From an optimization exercise on the open Yosys and OpenROAD flow, aimed at small area, a short achievable clock period and few clock cycles; shortcuts taken in it are not production practice. Where RTL was checked, it was by simulation tests only, not by an equivalence proof against the original. Only the layout flow was run in run 2; the RTL was not checked for function there.

[flow/design.v]
module cv_unit (
    input  wire        clk,
    input  wire        rst,       
    input  wire        we,
    input  wire [2:0]  waddr,
    input  wire [63:0] wdata,
    input  wire [2:0]  raddr,
    output reg  [63:0] rdata,
    output wire        busy
);
    localparam A_CFG    = 3'd0;
    localparam A_POLY   = 3'd1;
    localparam A_INIT   = 3'd2;
    localparam A_VALUE  = 3'd3;
    localparam A_DATA   = 3'd4;
    localparam A_CMD    = 3'd5;
    localparam A_RESULT = 3'd6;
    reg  [5:0]  sh;                     
    wire [6:0]  width = 7'd64 - {1'b0, sh};
    reg         refin, refout, invert;
    reg  [63:0] poly, init, value;
    reg  [3:0]  nbytes;
    reg  [63:0] dbuf;
    reg  [3:0]  pend;
    reg  [31:1] q;
    reg         qbad;                   
    wire        qok = !qbad;
    wire [63:0] mask = {64{1'b1}} >> sh;
    reg  [63:0] vrev, prev;
    integer j;
    always @* begin
        for (j = 0; j < 64; j = j + 1) begin
            vrev[j] = value[63 - j];
            prev[j] = poly[63 - j];
        end
    end
    wire [63:0] vref = vrev >> sh;    
    wire [63:0] pref = prev >> sh;    
    reg  [31:0] qn;
    integer a, u, kk;
    always @* begin
        qn = 32'd1;
        for (kk = 1; kk < 32; kk = kk * 2)
            for (a = kk; a < 2 * kk; a = a + 1) begin
                qn[a] = pref[a - 1];
                for (u = 2; u <= a; u = u + 2)
                    qn[a] = qn[a] ^ (qn[u / 2] & ((u == a) ? 1'b1 : pref[a - u - 1]));
            end
    end
    function [2:0] cm2(input [1:0] a, input [1:0] b);
        integer i;
        begin
            cm2 = 3'd0;
            for (i = 0; i < 2; i = i + 1)
                cm2 = cm2 ^ ({3{a[i]}} & ({1'd0, b} << i));
        end
    endfunction
    function [1:0] lh2(input [1:0] a, input [1:0] b);
        integer i;
        begin
            lh2 = 2'd0;
            for (i = 0; i < 2; i = i + 1)
                lh2 = lh2 ^ ({2{a[i]}} & (b << i));
        end
    endfunction
    function [6:0] cm4(input [3:0] a, input [3:0] b);
        integer i;
        begin
            cm4 = 7'd0;
            for (i = 0; i < 4; i = i + 1)
                cm4 = cm4 ^ ({7{a[i]}} & ({3'd0, b} << i));
        end
    endfunction
    function [3:0] lh4(input [3:0] a, input [3:0] b);
        integer i;
        begin
            lh4 = 4'd0;
            for (i = 0; i < 4; i = i + 1)
                lh4 = lh4 ^ ({4{a[i]}} & (b << i));
        end
    endfunction
    function [14:0] cm8(input [7:0] a, input [7:0] b);
        integer i;
        begin
            cm8 = 15'd0;
            for (i = 0; i < 8; i = i + 1)
                cm8 = cm8 ^ ({15{a[i]}} & ({7'd0, b} << i));
        end
    endfunction
    function [7:0] lh8(input [7:0] a, input [7:0] b);
        integer i;
        begin
            lh8 = 8'd0;
            for (i = 0; i < 8; i = i + 1)
                lh8 = lh8 ^ ({8{a[i]}} & (b << i));
        end
    endfunction
    function [30:0] cm16(input [15:0] a, input [15:0] b);
        reg [14:0] lo, hi, mid;
        begin
            lo  = cm8(a[7:0], b[7:0]);
            hi  = cm8(a[15:8], b[15:8]);
            mid = cm8(a[7:0] ^ a[15:8], b[7:0] ^ b[15:8]) ^ lo ^ hi;
            cm16 = {16'd0, lo} ^ ({16'd0, mid} << 8) ^ ({16'd0, hi} << 16);
        end
    endfunction
    function [15:0] lh16(input [15:0] a, input [15:0] b);
        begin
            lh16 = {1'b0, cm8(a[7:0], b[7:0])} ^
                   ({lh8(a[7:0], b[15:8]) ^ lh8(a[15:8], b[7:0]), 8'd0});
        end
    endfunction
    function [62:0] cm32(input [31:0] a, input [31:0] b);
        reg [30:0] lo, hi, mid;
        begin
            lo  = cm16(a[15:0], b[15:0]);
            hi  = cm16(a[31:16], b[31:16]);
            mid = cm16(a[15:0] ^ a[31:16], b[15:0] ^ b[31:16]) ^ lo ^ hi;
            cm32 = {32'd0, lo} ^ ({32'd0, mid} << 16) ^ ({32'd0, hi} << 32);
        end
    endfunction
    function [31:0] lh32(input [31:0] a, input [31:0] b);
        begin
            lh32 = {1'b0, cm16(a[15:0], b[15:0])} ^
                   ({lh16(a[15:0], b[31:16]) ^ lh16(a[31:16], b[15:0]), 16'd0});
        end
    endfunction
    wire        from_buf = (pend != 4'd0);
    wire [3:0]  cnt   = from_buf ? pend : nbytes;
    wire [2:0]  nch   = (cnt > 4'd4) ? 3'd4 : cnt[2:0];    
    wire [31:0] src   = from_buf ? dbuf[31:0] : wdata[31:0];
    reg  [31:0] s, t, tr;
    integer i, k;
    always @* begin
        for (i = 0; i < 32; i = i + 1)
            s[i] = vref[i] ^ (refin ? src[8*(i/8) + (i%8)] : src[8*(i/8) + 7 - (i%8)]);
        t = lh32({q, 1'b1}, s);
        tr = 32'd0;
        case (nch)
            3'd1: for (k = 0; k < 8;  k = k + 1) tr[k] = t[7 - k];
            3'd2: for (k = 0; k < 16; k = k + 1) tr[k] = t[15 - k];
            3'd3: for (k = 0; k < 24; k = k + 1) tr[k] = t[23 - k];
            default: for (k = 0; k < 32; k = k + 1) tr[k] = t[31 - k];
        endcase
    end
    reg  [63:0] vsh, prod;
    always @* begin
        case (nch)
            3'd1:    vsh = value << 8;
            3'd2:    vsh = value << 16;
            3'd3:    vsh = value << 24;
            default: vsh = value << 32;
        endcase
        prod = {1'b0, cm32(tr, poly[31:0])} ^ {lh32(tr, poly[63:32]), 32'd0};
    end
    wire [63:0] vnew = (vsh ^ prod) & mask;
    wire [63:0] result = (refout ? vref : (value & mask)) ^ (invert ? mask : 64'd0);
    always @(posedge clk) begin
        if (rst) begin
            sh     <= 6'd32;
            refin  <= 1'b0;
            refout <= 1'b0;
            invert <= 1'b0;
            poly   <= 64'd0;
            init   <= 64'd0;
            value  <= 64'd0;
            nbytes <= 4'd8;
            pend   <= 4'd0;
            qbad   <= 1'b1;
        end else begin
            if (qbad) begin
                q    <= qn[31:1];
                qbad <= 1'b0;
            end
            if (pend != 4'd0) begin
                if (qok) begin
                    value       <= vnew;
                    dbuf[31:0]  <= dbuf[63:32];
                    pend        <= (pend > 4'd4) ? pend - 4'd4 : 4'd0;
                end
            end else if (we) begin
                case (waddr)
                    A_CFG: begin
                        invert <= wdata[13];
                        refout <= wdata[12];
                        refin  <= wdata[11];
                        if (wdata[6:0] >= 7'd8 && wdata[6:0] <= 7'd64)
                            sh <= 6'd0 - wdata[5:0];
                        qbad <= 1'b1;
                    end
                    A_POLY: begin
                        poly <= wdata;
                        qbad <= 1'b1;
                    end
                    A_INIT:  init  <= wdata;
                    A_VALUE: value <= wdata;
                    A_DATA: begin
                        if (qok) begin
                            value      <= vnew;
                            dbuf[31:0] <= wdata[63:32];
                            pend       <= (nbytes > 4'd4) ? nbytes - 4'd4 : 4'd0;
                        end else begin
                            dbuf <= wdata;
                            pend <= nbytes;
                        end
                    end
                    A_CMD: begin
                        if (wdata[31])
                            value <= init;
                        if (wdata[3:0] >= 4'd1 && wdata[3:0] <= 4'd8)
                            nbytes <= wdata[3:0];
                    end
                    default: ;
                endcase
            end
        end
    end
    assign busy = (pend != 4'd0);
    always @* begin
        case (raddr)
            A_CFG:    rdata = {32'd0, 1'b0, busy, 1'b0, 15'd0, invert, refout, refin, 4'd0, width};
            A_POLY:   rdata = poly;
            A_INIT:   rdata = init;
            A_VALUE:  rdata = value;
            A_CMD:    rdata = {60'd0, nbytes};
            A_RESULT: rdata = result;
            default:  rdata = 64'd0;
        endcase
    end
endmodule
[flow/run.sh]
#!/bin/bash
# synth_recipe.tcl (not shown) runs the flow's synth.tcl, then flattens the netlist and writes it again
# the make line also repeats each setting of config.mk as NAME=value (left out here)
make -C /OpenROAD-flow-scripts/flow DESIGN_CONFIG=/design/flow/config.mk WORK_HOME=/design/flow/orfs CLKGATE_MAP_FILE= SYNTH_SCRIPT=/design/flow/synth_recipe.tcl finish
[flow/config.mk]
export PLATFORM = sky130hd
export DESIGN_NAME = cv_unit
export DESIGN_NICKNAME = cv_unit
export VERILOG_FILES = /design/flow/design.v
export SDC_FILE = /design/flow/constraint.sdc
export NUM_CORES = 4
export LEC_CHECK = 0
export CAP_MARGIN = 20
export CORE_MARGIN = 2
export CORE_UTILIZATION = 35
export PLACE_DENSITY = 0.5
export SETUP_SLACK_MARGIN = 5
export SLEW_MARGIN = 20
export TNS_END_PERCENT = 100
[flow/constraint.sdc]
create_clock -name core_clock -period 16.0 [get_ports {clk}]
set_input_delay 3.2000 -clock core_clock [delete_from_list [all_inputs] [get_ports {clk}]]
set_output_delay 3.2000 -clock core_clock [all_outputs]
set_load 0.01 [all_outputs]
==> qor.txt, run 1 <==
GLOBAL ROUTING
--------------------------------------------------------------------------------------
GRT overflow                                                                         0
Total GRT Usage                                                                 0.4395
Initial antenna violation count                                                     49
Number of global-route vias before repair                                        56130
Global-route wire length before repair                                        501.2 mm
Maximum number of pins on one net before global-route repair                        80

TIMING
--------------------------------------------------------------------------------------
Highest clock rate                                                           91.09 MHz
Setup TNS Final                                                                   0 ns
Number of pins with negative max-slew slack in the final report                      0
Slew at the pin closest to its max-slew limit                                 1.333 ns
Final count of negative-setup-slack endpoints                                        0
Final Hold Violating Endpoints                                                       0
Worst slew margin relative to its limit                                         0.1052
Final period util                                                               0.6861
Setup repair after global routing missed its margin                                 no
Shortest clock period the worst path allows after layout                      10.98 ns
Worst clock skew                                                            0.06656 ns

CTS
--------------------------------------------------------------------------------------
Maximum clock path buffer count                                                      3
Number of levels the H-tree was split into                                           2
Clock slew at the register clock pins of the worst setup and hold paths        0.06 ns
Number of CTS-inserted buffers                                                      40
Total clock sinks                                                                  305
Root Buffer Master                                                           clkbuf_16
TritonCTS clock tree                                                              done
Later-pin clock latency in the skew report                                     0.67 ns
Number of buffers inserted for hold repair after clock tree synthesis                0

PLACED DESIGN
--------------------------------------------------------------------------------------
IO buf count                                                                       137
Standard cell area after detailed placement                                 60650 um^2
Final HPWL from detailed placement                                            273.8 mm
Last weighted congestion value of the routability-driven placer                  1.076
Count of placed standard cells including taps                                     9547

SETUP PATH
--------------------------------------------------------------------------------------
Top fanout value on the critical path                                               13
Crit path launch                                                             wdata[20]
Required time worst endpoint                                                  16.49 ns
CP Class                                                                     in -> reg
Cell repeated most along the worst path                                        xnor3_1
Largest stage delay, worst path                                                0.83 ns
CP bufs+invs                                                                         3
Cell chain of the critical path                                           clkdlybuf4s50_1, mux4_2, a21oi_1, or4b_2, o211ai_1, buf_4, nand2_1, xnor2_1, xnor3_1, xnor3_1, xnor3_1, a21oi_1, a31o_2, o21ai_0, nand2_1, nor2_1, xnor3_1, xnor2_1, xnor2_1, xnor2_2, buf_4, o31ai_1, a222oi_1, a211oi_1
Worst flop-to-flop path endpoint                                             value[38]
Setup crit start kind                                                       input port
Worst-case register-to-register setup slack                                    5.29 ns
Family with the most delay on the worst path                              XOR/XNOR gates
Crit-path slowest cell                                                          mux4_2
Worst path arrival time                                                       11.47 ns
Setup crit end kind                                                           register
Startpoint of the lowest-slack register-to-register path                         sh[1]
Depth of the most critical reg-to-reg path                                          25

FINISH
--------------------------------------------------------------------------------------
Final std cell area, no fill                                                62400 um^2
FF+latch area                                                                7088 um^2
Non-filler cells, final                                                           9656
Fraction of layout cells with a size suffix above 1                             0.1088
Combined area of the multi-input logic cells                                46920 um^2
Nets@finish                                                                       7518
Synth-to-Final Area Change                                                      10.19%
Count of fill cells added during filler insertion                                16660

HOLD PATH
--------------------------------------------------------------------------------------
Endpoint of the worst hold-timing path                                        poly[45]
Instance count along the most critical hold path                                     2
Type of the worst min-delay path                                            reg -> reg
Worst Min Path Start                                                          poly[45]

FLOORPLAN
--------------------------------------------------------------------------------------
Total Die Area                                                             165000 um^2
Die Y                                                                         406.2 um
Placeable core region                                                      160600 um^2
Total I/O pin count                                                                138
Die width                                                                     406.2 um
Initial core utilization                                                        0.3527
Placement Rows                                                                     147

ROUTE
--------------------------------------------------------------------------------------
Via count                                                                        61970
Wire length the detailed router placed on met1                                142.3 mm
Iter 0 DRT Violations                                                            10540
Routed Wire Length                                                            374.2 mm
Routed wire length on met2                                                    149.7 mm
Highest layer used for signal routing                                             met5
Detailed Routing Iterations Pass 1                                                  10
Post-detailed-route count of antenna-violating nets                                  0
Vias per Instance                                                                6.418
# DRC                                                                                0
Final routed wire length divided by cell count                                38.76 um
Detailed-routed wire length on met3                                           50.68 mm

SYNTH
--------------------------------------------------------------------------------------
Top area cells in the synthesized netlist                                 xnor2_1, nand2_1, xnor3_1
Share of the synthesized area in the top cell type                              0.1881
Yosys reg bits                                                                     305
Gate count of the mapped netlist                                                  7621
Synth unique cells                                                                 107
Post-synthesis async set-or-reset flop share                                         0
Number of nets in the synthesized netlist                                         7707
YS warnings                                                                          1
Synth Cell Area                                                             56630 um^2
Cell taking the most area after synthesis                                      xnor2_1
Syn Area/Cell                                                               7.431 um^2
Prevailing post-synth register cell                                            dfxtp_1
Number of synthesized flops with an enable pin                                      95
Portion of the post-synthesis area used by sequential elements                  0.1246

STATUS
--------------------------------------------------------------------------------------
Result of the run                                                         finished clean

JOB
--------------------------------------------------------------------------------------
Reported max-cap violation count                                                     0

-- through the flow --
step	utilization	setup slack, ns	hold WS [ns]
global route	0.3882	5.006	0.4737
CTS	0.3867	5.000	0.4554
finish	0.3886	5.022	0.4528
floorplan	-	7.115	0.4371
detailed placement	0.3777	4.208	0.4471
global placement	0.3774	4.133	0.4425
-- timing repair --
| action | in CTS | in global routing |
|---|---|---|
| resized for setup | 4 | 23 |
| buffers inserted | 0 | 1 |
| pin swaps | 0 | 1 |
| setup endpoints to repair | 4 | 25 |
-- state kept, by name (all words and copies together), names as in the netlist --
signal	flops
pend	4
q	31
nbytes	4
dbuf	64
qbad	1
invert	1
value	64
init	64
sh	6
refout	1
poly	64
refin	1
-- layer usage --
metal | track usage | vias up
li1 | - | 25470
met1 | 0.5586 | 30340
met2 | 0.6252 | 4914
met3 | 0.1529 | 1220
met4 | 0.2883 | 32
met5 | 0 | -
-- layout by cell type (no fill, tap or decap), drive strengths merged, types with 27 or more instances in the layout --
cell type         n
a31oi            53
clkdlybuf4s50   133
nor3             63
clkbuf           49
a21oi           371
o21ai           234
edfxtp           95
and2             47
nand2          1822
xnor3           222
inv              59
buf             345
o22ai           167
mux2            110
dfxtp           210
a221oi           27
nand2b           36
diode            32
nand3            85
mux4            142
xor2            326
a211oi           40
xnor2          1223
mux2i           220
nor2b            39
a22oi           121
nor2            751
and3             31
-- worst min-delay path, delay by kind of cell, from the launching register on --
| kind | cells | cell delay (ns) |
|---|---|---|
| compound gates | 1 | 0.05 |
| simple gates | 1 | 0.05 |
| flops | 1 | 0.31 |
-- cells by family after synthesis --
logic type      share of synthesized area
compound gates                     0.1512
buf+inv                           0.05515
mux                                0.1172
simple gates                       0.2120
xor+xnor                           0.3369
fa+ha+maj                        0.002872
flops                              0.1246
-- cell type report --
class / instances / share of cell area
tap: 2160 / 0.04331
timing repair buffer: 478 / 0.06367
clock inverter: 25 / 0.005194
clock buffer: 49 / 0.01739
antenna: 32 / 0.001283
multi-input combinational: 6549 / 0.7520
sequential: 305 / 0.1136
inverter: 58 / 0.003569
-- worst max-delay path by stage --
| stage | depth (start not counted) | slack (ns) | to |
|---|---|---|---|
| final | 24 | 5.02 | value[40] |
| after global routing | 24 | 5.01 | value[32] |
| after CTS | 23 | 5.00 | value[35] |
| after detailed placement | 24 | 4.21 | value[31] |
| after global placement | 24 | 4.13 | value[36] |
| after floorplan | 24 | 7.11 | value[29] |
-- Yosys cell counts (all sizes together), types with 27 or more instances --
cell type	count
nand2	1822
xnor2	1223
nor2	751
clkbuf	530
a21oi	371
xor2	326
o21ai	234
xnor3	222
mux2i	220
dfxtp	210
buf	179
o22ai	167
mux4	142
a22oi	121
mux2	110
edfxtp	95
nand3	85
nor3	63
a31oi	53
inv	51
and2	47
a211oi	40
nor2b	39
nand2b	36
and3	31
a221oi	27
Testbench counts, summed over its fixed seeds: cycles 7,307.
==> run 2, diff against run 1 <==
--- a/flow/design.v
+++ b/flow/design.v
@@ -165,8 +165,10 @@
             init   <= 64'd0;
             value  <= 64'd0;
             nbytes <= 4'd8;
+            dbuf   <= 64'd0;
             pend   <= 4'd0;
-            qbad   <= 1'b1;
+            q      <= 31'd0;
+            qbad   <= 1'b0;
         end else begin
             if (qbad) begin
                 q    <= qn[31:1];
--- a/flow/config.mk
+++ b/flow/config.mk
@@ -7,8 +7,8 @@
 export LEC_CHECK = 0
 export CAP_MARGIN = 20
 export CORE_MARGIN = 2
-export CORE_UTILIZATION = 35
-export PLACE_DENSITY = 0.5
+export CORE_UTILIZATION = 50
+export PLACE_DENSITY = 0.65
 export SETUP_SLACK_MARGIN = 5
 export SLEW_MARGIN = 20
 export TNS_END_PERCENT = 100
==> qor.txt, run 2 <==
STATUS
--------------------------------------------------------------------------------------
Result of the run                                                         finished clean

SYNTH
--------------------------------------------------------------------------------------
Prevailing post-synth register cell                                            dfxtp_1
Post-synthesis async set-or-reset flop share                                         0
Number of synthesized flops with an enable pin                                       0
Most numerous cell types in the synthesized netlist                       nand2_1, xnor2_1, nor2_1, clkbuf_1, a21oi_1
Synth Cell Area                                                             57510 um^2
Cell taking the most area after synthesis                                      xnor2_1
Portion of the post-synthesis area used by sequential elements                  0.1062
YS warnings                                                                          1
Synth unique cells                                                                 102
Most common cell in the netlist                                                nand2_1
Syn Area/Cell                                                               7.358 um^2
Share of the synthesized area in the top cell type                              0.1662
Yosys reg bits                                                                     305
Number of nets in the synthesized netlist                                         7902
Gate count of the mapped netlist                                                  7816
Top area cells in the synthesized netlist                                 xnor2_1, nand2_1, xnor3_1

GLOBAL ROUTING
--------------------------------------------------------------------------------------
Total GRT Usage                                                                 0.5896
Initial antenna violation count                                                     49
GRT overflow                                                                         0
Global-route wire length before repair                                        485.8 mm
Maximum number of pins on one net before global-route repair                       198
Number of global-route vias before repair                                        58660

HOLD PATH
--------------------------------------------------------------------------------------
Instance count along the most critical hold path                                     2
Type of the worst min-delay path                                            reg -> reg

TIMING
--------------------------------------------------------------------------------------
Slew at the pin closest to its max-slew limit                                 1.358 ns
Worst slew margin relative to its limit                                        0.06906
Shortest clock period the worst path allows after layout                      11.39 ns
PnR worst setup slack                                                         4.608 ns
Number of pins with negative max-slew slack in the final report                      0
Final count of negative-setup-slack endpoints                                        0
Worst clock skew                                                            0.05970 ns
Setup TNS Final                                                                   0 ns
Highest clock rate                                                           87.78 MHz
Setup repair after global routing missed its margin                                yes
Final Hold Violating Endpoints                                                       0
Final period util                                                               0.7120

PLACED DESIGN
--------------------------------------------------------------------------------------
Dpl ws                                                                        4.240 ns
IO buf count                                                                       137
Last weighted congestion value of the routability-driven placer                  1.175
Final HPWL from detailed placement                                            255.2 mm

CTS
--------------------------------------------------------------------------------------
TritonCTS clock tree                                                              done
Total clock sinks                                                                  305
Number of buffers inserted for hold repair after clock tree synthesis                0
Root Buffer Master                                                           clkbuf_16
Maximum clock path buffer count                                                      3
Number of levels the H-tree was split into                                           2
Number of CTS-inserted buffers                                                      35
Clock slew at the register clock pins of the worst setup and hold paths        0.06 ns
Later-pin clock latency in the skew report                                     0.64 ns

SETUP PATH
--------------------------------------------------------------------------------------
Crit path launch                                                             wdata[21]
Top fanout value on the critical path                                               34
Depth of the most critical reg-to-reg path                                          24
Worst-case register-to-register setup slack                                    4.95 ns
Setup crit end kind                                                           register
Required time worst endpoint                                                  16.50 ns
CP Class                                                                     in -> reg
Worst flop-to-flop path endpoint                                             value[31]
Setup crit start kind                                                       input port
Startpoint of the lowest-slack register-to-register path                         sh[1]
Worst path arrival time                                                       11.89 ns
Worst setup endpoint                                                         value[27]

FINISH
--------------------------------------------------------------------------------------
Nets@finish                                                                       7651
Most frequent cells in the layout                                         nand2_1, xnor2_1, nor2_1
Synth-to-Final Area Change                                                      7.941%
Fraction of layout cells with a size suffix above 1                             0.1013
Most common library cell in the layout ignoring fill and taps                  nand2_1

ROUTE
--------------------------------------------------------------------------------------
# DRC                                                                                0
Final routed wire length divided by cell count                                39.20 um
Vias per Instance                                                                7.250
Post-detailed-route count of antenna-violating nets                                  0
Iter 0 DRT Violations                                                            13570
Detailed Routing Iterations Pass 1                                                  17
Routed Wire Length                                                            358.8 mm
Via count                                                                        66360

FLOORPLAN
--------------------------------------------------------------------------------------
Placeable core region                                                      114200 um^2
Total Die Area                                                             117700 um^2
Initial core utilization                                                        0.5036
Total I/O pin count                                                                138
Die Y                                                                         343.1 um
Placement Rows                                                                     124
Die width                                                                     343.1 um

JOB
--------------------------------------------------------------------------------------
Reported max-cap violation count                                                     0

==> run 2: cell count changes in the layout (fill, tap and decap cells not counted), moves of 26 or more <==
cell / change
mux2i_1: +36
xnor2_1: -116
nand3_1: +44
a21oi_1: +47
dfxtp_1: +94
xnor3_1: +74
nand2_1: +83
nor3_1: +37
o21ai_0: -45
o211ai_1: +26
edfxtp_1: -95
==> run 2: kinds of logic after synthesis <==
kind of cell / count (synthesis) / share of synthesized area
xor+xnor: 1721 / 0.3397
buf+inv: 788 / 0.05461
flops: 305 / 0.1062
fa+ha+maj: 13 / 0.002828
compound gates: 1357 / 0.1552
simple gates: 3124 / 0.2212
mux: 508 / 0.1204
==> run 2: layout make-up <==
type,instances,area [um^2]
Clock inverter,20,315.3
Multi-Input combinational cell,6723,48700
Tap cell,1512,1892
Sequential cell,305,6141
Clock buffer,44,969.7
Inverter,46,175.2
Fill cell,10990,52110
Antenna cell,49,122.6
Timing Repair Buffer,454,3764
==> run 2: how the worst min path moves through the flow <==
stage | from | to | slack [ns]
floorplan | dbuf[10] | dbuf[10] | 0.43
global placement | dbuf[5] | dbuf[5] | 0.44
detailed placement | dbuf[27] | dbuf[27] | 0.44
CTS | dbuf[27] | dbuf[27] | 0.45
global route | dbuf[44] | dbuf[44] | 0.47
finish | dbuf[20] | dbuf[20] | 0.45
==> run 2: per-stage QoR <==
| stage | hold slack, ns | util | instance area (um^2) | std cells |
|---|---|---|---|---|
| after detailed placement | 0.4448 | 0.5287 | 60370 | 9028 |
| after floorplan | 0.4313 | - | 57510 | 7816 |
| after global routing | 0.4745 | 0.5428 | 61980 | 9116 |
| after CTS | 0.4514 | 0.5402 | 61680 | 9092 |
| final | 0.4499 | 0.5436 | 62080 | 9153 |
| after global placement | 0.4388 | 0.5286 | 60360 | 9028 |
==> run 2: metal layers <==
layer | wire [um] | track usage | vias up
met3 | 67920 | 0.3434 | 2030
li1 | - | - | 26120
met5 | 1692 | 0.09135 | -
met4 | 39540 | 0.4695 | 46
met2 | 128600 | 0.7491 | 6915
met1 | 121000 | 0.7007 | 31250
==> run 2: worst max-delay path, cell delays in order <==
cell             delay [ns]
clkdlybuf4s50_1        0.68
mux2i_1                1.18
mux2i_1                0.58
a21oi_1                0.42
or2_1                  0.51
nand2_1                0.14
xnor3_1                0.38
xnor3_1                0.36
xnor3_1                0.48
a2bb2oi_1              0.17
o211a_2                0.22
buf_4                  0.52
nand2_1                0.16
xor2_1                 0.18
xnor3_1                0.81
xnor3_1                0.57
xnor3_1                0.44
xnor3_1                0.38
o21ai_1                0.14
a21oi_1                0.08
nor3_1                 0.20
==> run 2: what timing repair did <==
item / 4_1_cts / 5_1_grt
endpoints found under the setup margin: 7 / 35
gates resized for setup: 4 / 15
pin swaps: 0 / 1
setup buffers: 0 / 2
==> run 3, diff against run 2 <==
--- a/flow/design.v
+++ b/flow/design.v
@@ -165,10 +165,8 @@
             init   <= 64'd0;
             value  <= 64'd0;
             nbytes <= 4'd8;
-            dbuf   <= 64'd0;
             pend   <= 4'd0;
-            q      <= 31'd0;
-            qbad   <= 1'b0;
+            qbad   <= 1'b1;
         end else begin
             if (qbad) begin
                 q    <= qn[31:1];
==> flow/flow/run.sh (new file) <==
#!/bin/bash
set -euo pipefail
bash standard.sh SETUP_SLACK_MARGIN=7 cts > make_cts.log 2>&1
bash standard.sh finish > make_finish.log 2>&1
==> flow/standard.sh (new file) <==
#!/bin/bash
# synth_recipe.tcl (not shown) runs the flow's synth.tcl, then flattens the netlist and writes it again
# the make line also repeats each setting of config.mk as NAME=value (left out here)
make -C /OpenROAD-flow-scripts/flow DESIGN_CONFIG=/design/flow/config.mk WORK_HOME=/design/flow/orfs CLKGATE_MAP_FILE= SYNTH_SCRIPT=/design/flow/synth_recipe.tcl "${@:-finish}"
--- a/flow/config.mk
+++ b/flow/config.mk
@@ -7,8 +7,7 @@
 export LEC_CHECK = 0
 export CAP_MARGIN = 20
 export CORE_MARGIN = 2
-export CORE_UTILIZATION = 50
-export PLACE_DENSITY = 0.65
-export SETUP_SLACK_MARGIN = 5
+export CORE_UTILIZATION = 33
+export PLACE_DENSITY = 0.5
 export SLEW_MARGIN = 20
 export TNS_END_PERCENT = 100
removed: flow/run.sh
==> qor.txt, run 3 <==
STATUS
--------------------------------------------------------------------------------------
Result of the run                                                         finished clean

SETUP PATH
--------------------------------------------------------------------------------------
Setup crit end kind                                                           register
CP bufs+invs                                                                        13
Worst-case register-to-register setup slack                                    6.46 ns
Top fanout value on the critical path                                               28
Required time worst endpoint                                                  16.50 ns
Worst flop-to-flop path endpoint                                             value[39]
Cell repeated most along the worst path                                          buf_4
Setup crit start kind                                                         register
Worst path arrival time                                                       10.04 ns
Crit-path slowest cell                                                         xnor2_2
CP Class                                                                    reg -> reg
Startpoint of the lowest-slack register-to-register path                         sh[3]
Depth of the most critical reg-to-reg path                                          34
Largest stage delay, worst path                                                0.76 ns
Family with the most delay on the worst path                              XOR/XNOR gates

TIMING
--------------------------------------------------------------------------------------
Highest clock rate                                                           104.8 MHz
Worst slew margin relative to its limit                                         0.1382
Shortest clock period the worst path allows after layout                      9.544 ns
Final period util                                                               0.5965
Slew at the pin closest to its max-slew limit                                 1.293 ns
Setup repair after global routing missed its margin                                 no
Worst clock skew                                                            0.04113 ns
Setup TNS Final                                                                   0 ns
PnR worst setup slack                                                         6.456 ns
Number of pins with negative max-slew slack in the final report                      0
Final Hold Violating Endpoints                                                       0
Final count of negative-setup-slack endpoints                                        0

FLOORPLAN
--------------------------------------------------------------------------------------
Total I/O pin count                                                                138
Initial core utilization                                                        0.3312
Die Y                                                                         418.2 um
Placeable core region                                                      171000 um^2
Placement Rows                                                                     152
Die width                                                                     418.2 um
Total Die Area                                                             174900 um^2

GLOBAL ROUTING
--------------------------------------------------------------------------------------
Global routing's busiest layer                                                    met2
Global-route track usage on met2                                                0.5816
Maximum number of pins on one net before global-route repair                       173
Met1 track utilization from global routing                                      0.5136
Total GRT Usage                                                                 0.4194
Initial antenna violation count                                                     42
Global-route wire length before repair                                        509.6 mm
Met3 layer usage reported by global route                                       0.1717
GRT overflow                                                                         0
Number of global-route vias before repair                                        57630

CTS
--------------------------------------------------------------------------------------
Number of CTS-inserted buffers                                                      40
Clock slew at the register clock pins of the worst setup and hold paths        0.06 ns
Later-pin clock latency in the skew report                                     0.66 ns
Number of buffers inserted for hold repair after clock tree synthesis                0
TritonCTS clock tree                                                              done
Maximum clock path buffer count                                                      3
Total clock sinks                                                                  305
Root Buffer Master                                                           clkbuf_16
Number of levels the H-tree was split into                                           2

SYNTH
--------------------------------------------------------------------------------------
Top area cells in the synthesized netlist                                 xnor2_1, nand2_1, xnor3_1
Number of synthesized flops with an enable pin                                      95
Post-Synth Simple-Gate Area                                                     0.2120
Yosys reg bits                                                                     305
Post-synthesis mux area share                                                   0.1172
Synth unique cells                                                                 107
Portion of the post-synthesis area used by sequential elements                  0.1246
Most common cell in the netlist                                                nand2_1
Post-Synth Adder-Cell Area                                                    0.002872
YS warnings                                                                          1
Cell taking the most area after synthesis                                      xnor2_1
Synth Cell Area                                                             56630 um^2
Post-synthesis async set-or-reset flop share                                         0
Complex-gate fraction of the synthesized area                                   0.1512
Syn Area/Cell                                                               7.431 um^2
Most numerous cell types in the synthesized netlist                       nand2_1, xnor2_1, nor2_1, clkbuf_1, a21oi_1
Synth Area in XOR/XNOR                                                          0.3369
Number of nets in the synthesized netlist                                         7707
Largest family of logic cells by synthesized area                         XOR/XNOR gates
Gate count of the mapped netlist                                                  7621
Share of the synthesized area in the top cell type                              0.1881
Prevailing post-synth register cell                                            dfxtp_1

FINISH
--------------------------------------------------------------------------------------
Synth-to-Final Area Change                                                      18.14%
FF+latch area                                                                7088 um^2
Nets@finish                                                                       7713
Count of fill cells added during filler insertion                                17670
Most common library cell in the layout ignoring fill and taps                  nand2_1
Fraction of layout cells with a size suffix above 1                             0.1665
Most frequent cells in the layout                                         nand2_1, xnor2_1, nor2_1
Combined area of the multi-input logic cells                                48960 um^2

PLACED DESIGN
--------------------------------------------------------------------------------------
IO buf count                                                                       137
Final HPWL from detailed placement                                            268.1 mm
Last weighted congestion value of the routability-driven placer                  1.093
Dpl ws                                                                        4.103 ns

ROUTE
--------------------------------------------------------------------------------------
Via count                                                                        63450
# DRC                                                                                0
Final routed wire length divided by cell count                                38.20 um
Post-detailed-route count of antenna-violating nets                                  0
Routed Wire Length                                                            379.0 mm
Iter 0 DRT Violations                                                            11020
Detailed Routing Iterations Pass 1                                                   9
Vias per Instance                                                                6.395

HOLD PATH
--------------------------------------------------------------------------------------
Endpoint of the worst hold-timing path                                        poly[50]
Instance count along the most critical hold path                                     2
Type of the worst min-delay path                                            reg -> reg
Worst Min Path Start                                                          poly[50]

JOB
--------------------------------------------------------------------------------------
Reported max-cap violation count                                                     0

==> run 3: changes by cell type after synthesis, moves of 44 or more <==
cell and change:
xnor2_1 +125, dfxtp_1 -95, edfxtp_1 +95, nand2_1 -84
xnor3_1 -73, a21oi_1 -46, o21ai_0 +46, nand3_1 -44
==> run 3: area by class of cell <==
cell class                      count  area share
Multi-Input combinational cell   6551      0.7318
Clock inverter                     21    0.005387
Clock buffer                       52     0.01594
Tap cell                         2233     0.04176
Antenna cell                       31    0.001160
Sequential cell                   305      0.1060
Inverter                           58    0.003329
Timing Repair Buffer              671     0.09466
==> run 3: per-layer routing <==
layer  vias up  share of wire
li1      25900              -
met1     30910           0.37
met2      5251           0.39
met3      1344           0.14
met4        42          0.096
met5         -         0.0011
==> run 3: worst register-to-register path, delay by kind of cell, from the launching register on <==
| family | cells | cell delay (ns) |
|---|---|---|
| compound gates | 6 | 1.43 |
| flops | 1 | 0.69 |
| buf+inv | 13 | 2.70 |
| xor+xnor | 10 | 3.21 |
| simple gates | 3 | 0.22 |
| mux | 2 | 1.15 |
==> run 3: worst max-delay path by stage <==
stage,startpoint,end,slack [ns],cells past startpoint
after detailed placement,wdata[15],value[35],4.10,22
after global routing,wdata[20],value[39],6.44,32
after floorplan,wdata[4],value[29],7.11,24
final,sh[3],value[39],6.46,34
after global placement,wdata[0],value[36],3.67,23
after CTS,wdata[4],value[29],6.80,24
==> run 3: through the flow <==
step | hold WS, ns | cells | utilization | cell area [um^2]
after floorplan | 0.4371 | 7621 | - | 56630
after global placement | 0.4432 | 9628 | 0.3556 | 60790
after detailed placement | 0.4466 | 9629 | 0.3558 | 60840
after CTS | 0.4547 | 9888 | 0.3906 | 66780
after global routing | 0.4670 | 9893 | 0.3909 | 66830
final | 0.4528 | 9922 | 0.3913 | 66900
==> run 3: kinds of logic (layout without fill, tap and decap cells) <==
family | Yosys count | in the layout
other cells | 0 | 31
simple gates | 2963 | 2964
fa+ha+maj | 13 | 13
compound gates | 1312 | 1313
mux | 472 | 472
buf+inv | 767 | 802
xor+xnor | 1789 | 1789
flops | 305 | 305
==> run 3: repair_timing <==
| item | 4_1_cts | 5_1_grt |
|---|---|---|
| resized for setup | 567 | 0 |
| buffers inserted | 172 | 0 |
| setup endpoints to repair | 128 | 0 |
Testbench counts of run 3, summed over its fixed seeds: cycles 7,307.
==> run 4, diff against run 3 <==
==> flow/flow/run.sh (replaced) <==
#!/bin/bash
set -euo pipefail
bash standard.sh SETUP_SLACK_MARGIN=7 MATCH_CELL_FOOTPRINT=0 finish > make_finish.log 2>&1
--- a/flow/config.mk
+++ b/flow/config.mk
@@ -7,7 +7,7 @@
 export LEC_CHECK = 0
 export CAP_MARGIN = 20
 export CORE_MARGIN = 2
-export CORE_UTILIZATION = 33
-export PLACE_DENSITY = 0.5
+export CORE_UTILIZATION = 30
+export PLACE_DENSITY = 0.45
 export SLEW_MARGIN = 20
 export TNS_END_PERCENT = 100
==> qor.txt, run 4 <==
SYNTH
--------------------------------------------------------------------------------------
Number of synthesized flops with an enable pin                                      95
Yosys reg bits                                                                     305
Synth Cell Area                                                             56630 um^2
Most numerous cell types in the synthesized netlist                       nand2_1, xnor2_1, nor2_1, clkbuf_1, a21oi_1
Post-synthesis async set-or-reset flop share                                         0
YS warnings                                                                          1
Top area cells in the synthesized netlist                                 xnor2_1, nand2_1, xnor3_1
Synth unique cells                                                                 107
Portion of the post-synthesis area used by sequential elements                  0.1246
Share of the synthesized area in the top cell type                              0.1881
Prevailing post-synth register cell                                            dfxtp_1
Number of nets in the synthesized netlist                                         7707
Gate count of the mapped netlist                                                  7621
Cell taking the most area after synthesis                                      xnor2_1
Most common cell in the netlist                                                nand2_1
Syn Area/Cell                                                               7.431 um^2

TIMING
--------------------------------------------------------------------------------------
Final Hold Violating Endpoints                                                       0
Shortest clock period the worst path allows after layout                      9.185 ns
Setup TNS Final                                                                   0 ns
Setup repair after global routing missed its margin                                yes
Highest clock rate                                                           108.9 MHz
Final count of negative-setup-slack endpoints                                        0
Final period util                                                               0.5741
Number of pins with negative max-slew slack in the final report                      0
Worst clock skew                                                            0.07622 ns
Worst slew margin relative to its limit                                         0.1309
Slew at the pin closest to its max-slew limit                                 1.294 ns

GLOBAL ROUTING
--------------------------------------------------------------------------------------
Met3 layer usage reported by global route                                       0.1241
GRT overflow                                                                         0
Initial antenna violation count                                                     41
Number of global-route vias before repair                                        57220
Global-route wire length before repair                                        521.9 mm
Global routing's busiest layer                                                    met2
Global-route track usage on met2                                                0.5541
Total GRT Usage                                                                 0.3921
Maximum number of pins on one net before global-route repair                       144
Met1 track utilization from global routing                                      0.4988

ROUTE
--------------------------------------------------------------------------------------
# DRC                                                                                0
Iter 0 DRT Violations                                                            10190
Via count                                                                        63270
Routed Wire Length                                                            395.0 mm
Vias per Instance                                                                6.138
Final routed wire length divided by cell count                                38.32 um
Post-detailed-route count of antenna-violating nets                                  0
Detailed Routing Iterations Pass 1                                                   8

HOLD PATH
--------------------------------------------------------------------------------------
Type of the worst min-delay path                                            reg -> reg
Worst Min Path Start                                                          poly[59]

SETUP PATH
--------------------------------------------------------------------------------------
Startpoint of the lowest-slack register-to-register path                         sh[1]
Worst path arrival time                                                        9.72 ns
Setup crit start kind                                                       input port
Largest stage delay, worst path                                                0.57 ns
Crit-path slowest cell                                                          xor3_2
Required time worst endpoint                                                  16.54 ns
Setup crit end kind                                                           register
CP Class                                                                     in -> reg
Family with the most delay on the worst path                              XOR/XNOR gates
Crit path launch                                                             wdata[14]
Top fanout value on the critical path                                                8
CP bufs+invs                                                                         8

FINISH
--------------------------------------------------------------------------------------
Most common library cell in the layout ignoring fill and taps                  nand2_1
Most frequent cells in the layout                                         nand2_1, xnor2_1, nor2_1
Post-layout util                                                                0.3728
Fraction of layout cells with a size suffix above 1                             0.2056
Nets@finish                                                                       7841
Synth-to-Final Area Change                                                      23.50%

CTS
--------------------------------------------------------------------------------------
Maximum clock path buffer count                                                      3
Number of CTS-inserted buffers                                                      39
Later-pin clock latency in the skew report                                     0.69 ns
Number of buffers inserted for hold repair after clock tree synthesis                0
Number of levels the H-tree was split into                                           2
Total clock sinks                                                                  305
TritonCTS clock tree                                                              done
Clock slew at the register clock pins of the worst setup and hold paths        0.06 ns
Root Buffer Master                                                           clkbuf_16

PLACED DESIGN
--------------------------------------------------------------------------------------
Final HPWL from detailed placement                                            281.6 mm
Last weighted congestion value of the routability-driven placer                  1.082
IO buf count                                                                       137

FLOORPLAN
--------------------------------------------------------------------------------------
Total Die Area                                                             192300 um^2
Die Y                                                                         438.5 um
Initial core utilization                                                        0.3019
Placeable core region                                                      187600 um^2
Total I/O pin count                                                                138
Placement Rows                                                                     159
Die width                                                                     438.5 um

STATUS
--------------------------------------------------------------------------------------
Result of the run                                                         finished clean

JOB
--------------------------------------------------------------------------------------
Reported max-cap violation count                                                     0

run 4: path summary, 6_finish.rpt:
path                    end  slack [ns]  cells past startpoint
setup / recovery  value[15]        6.81                     27
hold / removal     poly[59]        0.45                      2
setup reg to reg  value[15]        6.85                     29
hold reg to reg    poly[59]        0.45                      2
run 4: stage by stage:
step	std cells	hold WS (ns)	area [um^2]	setup WS, ns
after floorplan	7621	0.4371	56630	7.115
after global placement	9890	0.4424	61090	4.121
after detailed placement	9892	0.4478	61160	4.046
after CTS	10140	0.4557	67110	6.957
after global routing	10280	0.4728	69870	6.765
final	10310	0.4546	69930	6.815
run 4: worst min-delay path, cell delays in order, from the launching register on:
cell	delay, ns
dfxtp_1	0.31
nand2_1	0.05
a21oi_1	0.05
run 4: what timing repair did:
item | CTS | global route
gates resized for setup | 621 | 290
endpoints found under the setup margin | 126 | 76
pin swaps | 127 | 204
buffers inserted | 163 | 129
gates cloned | 14 | 10
run 4: cell families (layout without fill, tap and decap cells):
kind of cell | after synthesis | in the layout | synth area share
simple gates | 2963 | 2965 | 0.2120
xor+xnor | 1789 | 1789 | 0.3369
compound gates | 1312 | 1313 | 0.1512
buf+inv | 767 | 929 | 0.05515
mux | 472 | 472 | 0.1172
flops | 305 | 305 | 0.1246
fa+ha+maj | 13 | 13 | 0.002872
other cells | 0 | 27 | 0
run 4: routing by layer:
layer | vias up | routed length [um]
met4 | 22 | 35840
met2 | 4732 | 158100
li1 | 26150 | -
met1 | 31180 | 151000
met5 | - | 336
met3 | 1190 | 49820
run 4: area by class of cell:
type,instances,area [um^2]
diodes,27,67.56
clock buffers,49,1023
clock inverters,23,270.3
fillers,19560,117700
inverters,58,226.5
multi-input cells,6552,50400
flip-flops and latches,305,7089
well taps,2495,3122
repair buffers,799,7735
==> run 5, diff against run 4 <==
==> flow/flow/run.sh (replaced) <==
#!/bin/bash
set -euo pipefail
bash standard.sh SETUP_SLACK_MARGIN=6 MATCH_CELL_FOOTPRINT=0 finish > make_finish.log 2>&1
==> qor.txt, run 5 <==
TIMING
--------------------------------------------------------------------------------------
Final Hold Violating Endpoints                                                       0
Final count of negative-setup-slack endpoints                                        0
Shortest clock period the worst path allows after layout                      10.10 ns
Slew at the pin closest to its max-slew limit                                 1.313 ns
Worst clock skew                                                            0.06688 ns
Final period util                                                               0.6315
Worst slew margin relative to its limit                                         0.1174
Setup repair after global routing missed its margin                                yes
Setup TNS Final                                                                   0 ns
Number of pins with negative max-slew slack in the final report                      0
Highest clock rate                                                           98.97 MHz

GLOBAL ROUTING
--------------------------------------------------------------------------------------
Maximum number of pins on one net before global-route repair                       144
Global-route wire length before repair                                        510.0 mm
Number of global-route vias before repair                                        55780
GRT overflow                                                                         0
Initial antenna violation count                                                     36
Total GRT Usage                                                                 0.3828

FLOORPLAN
--------------------------------------------------------------------------------------
Die Y                                                                         438.5 um
Total Die Area                                                             192300 um^2
Placeable core region                                                      187600 um^2
Initial core utilization                                                        0.3019
Total I/O pin count                                                                138
Die width                                                                     438.5 um
Placement Rows                                                                     159

SETUP PATH
--------------------------------------------------------------------------------------
Depth of the most critical reg-to-reg path                                          24
Top fanout value on the critical path                                               37
Worst-case register-to-register setup slack                                    6.18 ns
Required time worst endpoint                                                  12.80 ns
Crit-path slowest cell                                                         o22ai_1
Cell chain of the critical path                                           buf_2, buf_4, buf_8, nor2b_1, nand2_1, buf_4, o22ai_1, clkdlybuf4s50_1
Setup crit start kind                                                       input port
Startpoint of the lowest-slack register-to-register path                         sh[1]
Cell repeated most along the worst path                                          buf_4
Worst flop-to-flop path endpoint                                             value[34]
Setup crit end kind                                                        output port
CP Class                                                                     in -> out
Largest stage delay, worst path                                                0.93 ns
Worst path arrival time                                                        6.90 ns

FINISH
--------------------------------------------------------------------------------------
Fraction of layout cells with a size suffix above 1                             0.1249
Combined area of the multi-input logic cells                                47670 um^2
Final std cell area, no fill                                                63940 um^2
Non-filler cells, final                                                          10010
Synth-to-Final Area Change                                                      12.91%
Most common library cell in the layout ignoring fill and taps                  nand2_1
Count of fill cells added during filler insertion                                19860
Post-layout util                                                                0.3408
FF+latch area                                                                7089 um^2
Nets@finish                                                                       7554
Most frequent cells in the layout                                         nand2_1, xnor2_1, nor2_1

PLACED DESIGN
--------------------------------------------------------------------------------------
Final HPWL from detailed placement                                            281.6 mm
Count of placed standard cells including taps                                     9892
Standard cell area after detailed placement                                 61160 um^2
IO buf count                                                                       137
Last weighted congestion value of the routability-driven placer                  1.082

ROUTE
--------------------------------------------------------------------------------------
Post-detailed-route count of antenna-violating nets                                  0
Iter 0 DRT Violations                                                             9608
# DRC                                                                                0
Via count                                                                        60980
Final routed wire length divided by cell count                                38.14 um
Routed Wire Length                                                            381.8 mm
Detailed Routing Iterations Pass 1                                                   7
Vias per Instance                                                                6.092

SYNTH
--------------------------------------------------------------------------------------
Top area cells in the synthesized netlist                                 xnor2_1, nand2_1, xnor3_1
Post-synthesis async set-or-reset flop share                                         0
Most numerous cell types in the synthesized netlist                       nand2_1, xnor2_1, nor2_1, clkbuf_1, a21oi_1
Most common cell in the netlist                                                nand2_1
Number of nets in the synthesized netlist                                         7707
Number of synthesized flops with an enable pin                                      95
Yosys reg bits                                                                     305
Cell taking the most area after synthesis                                      xnor2_1
Synth unique cells                                                                 107
Prevailing post-synth register cell                                            dfxtp_1
Synth Cell Area                                                             56630 um^2
Syn Area/Cell                                                               7.431 um^2
Portion of the post-synthesis area used by sequential elements                  0.1246
YS warnings                                                                          1
Share of the synthesized area in the top cell type                              0.1881
Gate count of the mapped netlist                                                  7621

CTS
--------------------------------------------------------------------------------------
Number of buffers inserted for hold repair after clock tree synthesis                0
Total clock sinks                                                                  305
Root Buffer Master                                                           clkbuf_16
TritonCTS clock tree                                                              done
Number of levels the H-tree was split into                                           2
Number of CTS-inserted buffers                                                      39
Maximum clock path buffer count                                                      3
Later-pin clock latency in the skew report                                     0.68 ns
Clock slew at the register clock pins of the worst setup and hold paths        0.06 ns

HOLD PATH
--------------------------------------------------------------------------------------
Instance count along the most critical hold path                                     2
Worst Min Path Start                                                          poly[59]
Endpoint of the worst hold-timing path                                        poly[59]
Type of the worst min-delay path                                            reg -> reg

STATUS
--------------------------------------------------------------------------------------
Result of the run                                                         finished clean

JOB
--------------------------------------------------------------------------------------
Reported max-cap violation count                                                     0

run 5: timing repair:
item / in CTS / in global routing
pin swaps: 2 / 7
resized for setup: 141 / 87
setup buffers: 6 / 21
gates cloned: 1 / 1
setup endpoints to repair: 97 / 59
run 5: per-layer routing:
layer	up-vias	part of all wire	GRT usage	wire length, um
li1	25530	-	-	-
met1	30140	0.39	0.4914	149500
met2	4273	0.41	0.5440	154700
met3	1010	0.12	0.1111	44110
met4	22	0.087	0.2737	33150
met5	-	0.00092	0.007444	353
run 5: worst max path at each step:
stage / cells past startpoint / to / startpoint / slack [ns]
2_1_floorplan: 24 / value[29] / wdata[4] / 7.11
3_3_place_gp: 24 / value[20] / wdata[4] / 4.12
3_5_place_dp: 24 / value[34] / wdata[4] / 4.05
4_1_cts: 23 / value[22] / wdata[17] / 6.00
5_1_grt: 23 / value[32] / wdata[5] / 5.92
6_report: 8 / rdata[11] / raddr[1] / 5.90
run 5: per-stage QoR:
stage	setup slack, ns	hold slack, ns
after floorplan	7.115	0.4371
after global placement	4.121	0.4424
after detailed placement	4.046	0.4478
after CTS	6.001	0.4557
after global routing	5.915	0.4728
final	5.896	0.4537
run 5: final cells by class:
cell class,count,area share
multi-input combinational,6550,0.7455
sequential,305,0.1109
timing repair buffer,514,0.07039
tap,2495,0.04882
clock buffer,49,0.01601
clock inverter,23,0.004227
inverter,58,0.003542
antenna,16,0.0006262
run 5: logic make-up after synthesis:
kind of cell / Yosys count / synth area share
and+or+nand+nor: 2963 / 0.2120
muxes: 472 / 0.1172
adders and majority gates: 13 / 0.002872
buffers and inverters: 767 / 0.05515
xor gates and xnor gates: 1789 / 0.3369
DFF: 305 / 0.1246
AOI/OAI and AO/OA: 1312 / 0.1512
run 5: critical path, delay by kind of cell:
family                 cells  cell delay, ns
AND/OR/NAND/NOR            2            0.49
AO/OA/AOI/OAI              1            0.93
buffers and inverters      5            2.07
==> run 6, diff against run 5 <==
==> flow/flow/run.sh (replaced) <==
#!/bin/bash
set -euo pipefail
bash standard.sh SETUP_SLACK_MARGIN=6.5 finish > make_finish.log 2>&1
==> qor.txt, run 6 <==
SYNTH
--------------------------------------------------------------------------------------
YS warnings                                                                          1
Largest family of logic cells by synthesized area                         XOR/XNOR gates
Cell taking the most area after synthesis                                      xnor2_1
Syn Area/Cell                                                               7.431 um^2
Share of the synthesized area in the top cell type                              0.1881
Synth Area in XOR/XNOR                                                          0.3369
Post-synthesis mux area share                                                   0.1172
Top area cells in the synthesized netlist                                 xnor2_1, nand2_1, xnor3_1
Number of nets in the synthesized netlist                                         7707
Synth unique cells                                                                 107
Most numerous cell types in the synthesized netlist                       nand2_1, xnor2_1, nor2_1, clkbuf_1, a21oi_1
Post-synthesis async set-or-reset flop share                                         0
Synth Cell Area                                                             56630 um^2
Number of synthesized flops with an enable pin                                      95
Gate count of the mapped netlist                                                  7621
Complex-gate fraction of the synthesized area                                   0.1512
Yosys reg bits                                                                     305
Post-Synth Simple-Gate Area                                                     0.2120
Post-Synth Adder-Cell Area                                                    0.002872
Most common cell in the netlist                                                nand2_1
Portion of the post-synthesis area used by sequential elements                  0.1246
Prevailing post-synth register cell                                            dfxtp_1

FINISH
--------------------------------------------------------------------------------------
Post-layout util                                                                0.3496
Final std cell area, no fill                                                65590 um^2
Synth-to-Final Area Change                                                      15.83%
FF+latch area                                                                7089 um^2
Most frequent cells in the layout                                         nand2_1, xnor2_1, nor2_1
Count of fill cells added during filler insertion                                19790
Combined area of the multi-input logic cells                                48490 um^2
Fraction of layout cells with a size suffix above 1                             0.1502
Most common library cell in the layout ignoring fill and taps                  nand2_1
Nets@finish                                                                       7630

GLOBAL ROUTING
--------------------------------------------------------------------------------------
Maximum number of pins on one net before global-route repair                       144
Initial antenna violation count                                                     42
GRT overflow                                                                         0
Number of global-route vias before repair                                        56070
Total GRT Usage                                                                 0.3853
Global-route wire length before repair                                        513.2 mm

TIMING
--------------------------------------------------------------------------------------
Final count of negative-setup-slack endpoints                                        0
Final period util                                                               0.6001
Setup repair after global routing missed its margin                                yes
Highest clock rate                                                           104.2 MHz
Worst clock skew                                                            0.07046 ns
Shortest clock period the worst path allows after layout                      9.601 ns
Final Hold Violating Endpoints                                                       0
Number of pins with negative max-slew slack in the final report                      0
Setup TNS Final                                                                   0 ns
Slew at the pin closest to its max-slew limit                                 1.238 ns
Worst hold slack                                                             0.4549 ns
Worst slew margin relative to its limit                                         0.1679

SETUP PATH
--------------------------------------------------------------------------------------
Crit path launch                                                              raddr[1]
CP Class                                                                     in -> out
Top fanout value on the critical path                                               37
Worst path arrival time                                                        6.40 ns
Setup crit end kind                                                        output port
Startpoint of the lowest-slack register-to-register path                         sh[2]
Required time worst endpoint                                                  12.80 ns
Setup crit start kind                                                       input port

PLACED DESIGN
--------------------------------------------------------------------------------------
IO buf count                                                                       137
Final HPWL from detailed placement                                            281.6 mm
Last weighted congestion value of the routability-driven placer                  1.082
Standard cell area after detailed placement                                 61160 um^2

ROUTE
--------------------------------------------------------------------------------------
Via count                                                                        62040
Post-detailed-route count of antenna-violating nets                                  0
# DRC                                                                                0
Vias per Instance                                                                6.147
Routed Wire Length                                                            385.8 mm
Final routed wire length divided by cell count                                38.23 um
Detailed Routing Iterations Pass 1                                                   9
Iter 0 DRT Violations                                                             9758

CTS
--------------------------------------------------------------------------------------
TritonCTS clock tree                                                              done
Number of CTS-inserted buffers                                                      39
Total clock sinks                                                                  305
Later-pin clock latency in the skew report                                     0.69 ns
Root Buffer Master                                                           clkbuf_16
Number of levels the H-tree was split into                                           2
Maximum clock path buffer count                                                      3
Clock slew at the register clock pins of the worst setup and hold paths        0.06 ns

HOLD PATH
--------------------------------------------------------------------------------------
Worst Min Path Start                                                          poly[59]
Type of the worst min-delay path                                            reg -> reg

FLOORPLAN
--------------------------------------------------------------------------------------
Placement Rows                                                                     159
Total Die Area                                                             192300 um^2
Die Y                                                                         438.5 um
Placeable core region                                                      187600 um^2
Total I/O pin count                                                                138
Die width                                                                     438.5 um
Initial core utilization                                                        0.3019

STATUS
--------------------------------------------------------------------------------------
Result of the run                                                         finished clean

JOB
--------------------------------------------------------------------------------------
Reported max-cap violation count                                                     0

run 6: cell counts after synthesis:
No cell type changed its count.
run 6: logic make-up after synthesis:
kind of cell    Yosys count
simple gates           2963
buf+inv                 767
mux                     472
fa+ha+maj                13
compound gates         1312
xor+xnor               1789
flops                   305
run 6: routing by layer:
layer	wire, um	GRT usage	vias to the layer above
li1	-	-	25710
met2	155600	0.5445	4633
met4	34560	0.2805	20
met5	133	0	-
met1	149200	0.4923	30530
met3	46300	0.1182	1153
run 6: repair_timing:
item / CTS / global route
setup endpoints to repair: 123 / 89
gates resized for setup: 285 / 163
cloned: 6 / 2
hold buffers: 0 / 0
pin swaps: 20 / 35
setup buffers: 35 / 61
run 6: worst max-delay path: stages:
cell and delay (ns):
buf_2 0.09, buf_6 0.35, buf_12 0.36, nor2b_1 0.37, nand2_1 0.12, buf_4 0.37, o22ai_2 0.64, clkdlybuf4s50_1 0.67
run 6: area by class of cell:
type / count / area share
multi-input combinational: 6550 / 0.7392
clock buffer: 49 / 0.01560
clock inverter: 23 / 0.004120
antenna: 23 / 0.0008775
sequential: 305 / 0.1081
inverter: 58 / 0.003414
timing repair buffer: 590 / 0.08109
tap: 2495 / 0.04759
run 6: metrics by stage:
step / setup slack [ns] / std cells
after floorplan: 7.115 / 7621
after global placement: 4.121 / 9890
after detailed placement: 4.046 / 9892
after CTS: 6.281 / 10010
after global routing: 6.300 / 10070
final: 6.399 / 10090
run 6: worst paths after layout:
kind / end / slack (ns) / cells after the start
max reg2reg: value[29] / 6.63 / 24
min reg2reg: poly[59] / 0.45 / 2
min: poly[59] / 0.45 / 2
max: rdata[5] / 6.40 / 8

re-timing with driven ports:
The results above use ideal ports. As a check the final layouts listed here were re-extracted and re-timed, cells and wires unchanged. Step 1 sets driving cells, clkbuf_16 on the clock port and buf_2 on the other inputs (assumed; they add their load-dependent delay and slew). Step 2 moves the port delays by t, midway between the first and last clock arrival at a register: inputs arrive t later, outputs are due t later. That takes back most of the time a late clock gives input paths. a / b / c = ideal ports / drivers / drivers and shift; a / b = the first two.
| run | shift t [ns] | setup slack, ns | worst setup path at the end | clock arrival spread, ns | worst register clock-pin slew, ns |
|---|---|---|---|---|---|
| run 1 | 0.718 | 5.022 / 5.083 / 4.366 | input to register | 0.066 / 0.067 | 0.10 / 0.10 |
| run 2 | 0.666 | 4.608 / 4.645 / 3.979 | input to register | 0.059 / 0.060 | 0.10 / 0.10 |
| run 3 | 0.727 | 6.456 / 6.432 / 5.822 | input to register | 0.042 / 0.042 | 0.08 / 0.08 |
| run 4 | 0.748 | 6.815 / 6.850 / 6.127 | input to register | 0.077 / 0.077 | 0.08 / 0.08 |
| run 5 | 0.744 | 5.896 / 5.850 / 5.319 | input to register | 0.067 / 0.068 | 0.08 / 0.08 |
| run 6 | 0.745 | 6.399 / 6.379 / 5.721 | input to register | 0.071 / 0.070 | 0.08 / 0.08 |
After both steps every run listed still meets setup and hold. For run 4, which loses most, drivers alone change the setup slack by +0.035 ns; drivers and shift together by -0.688 ns.
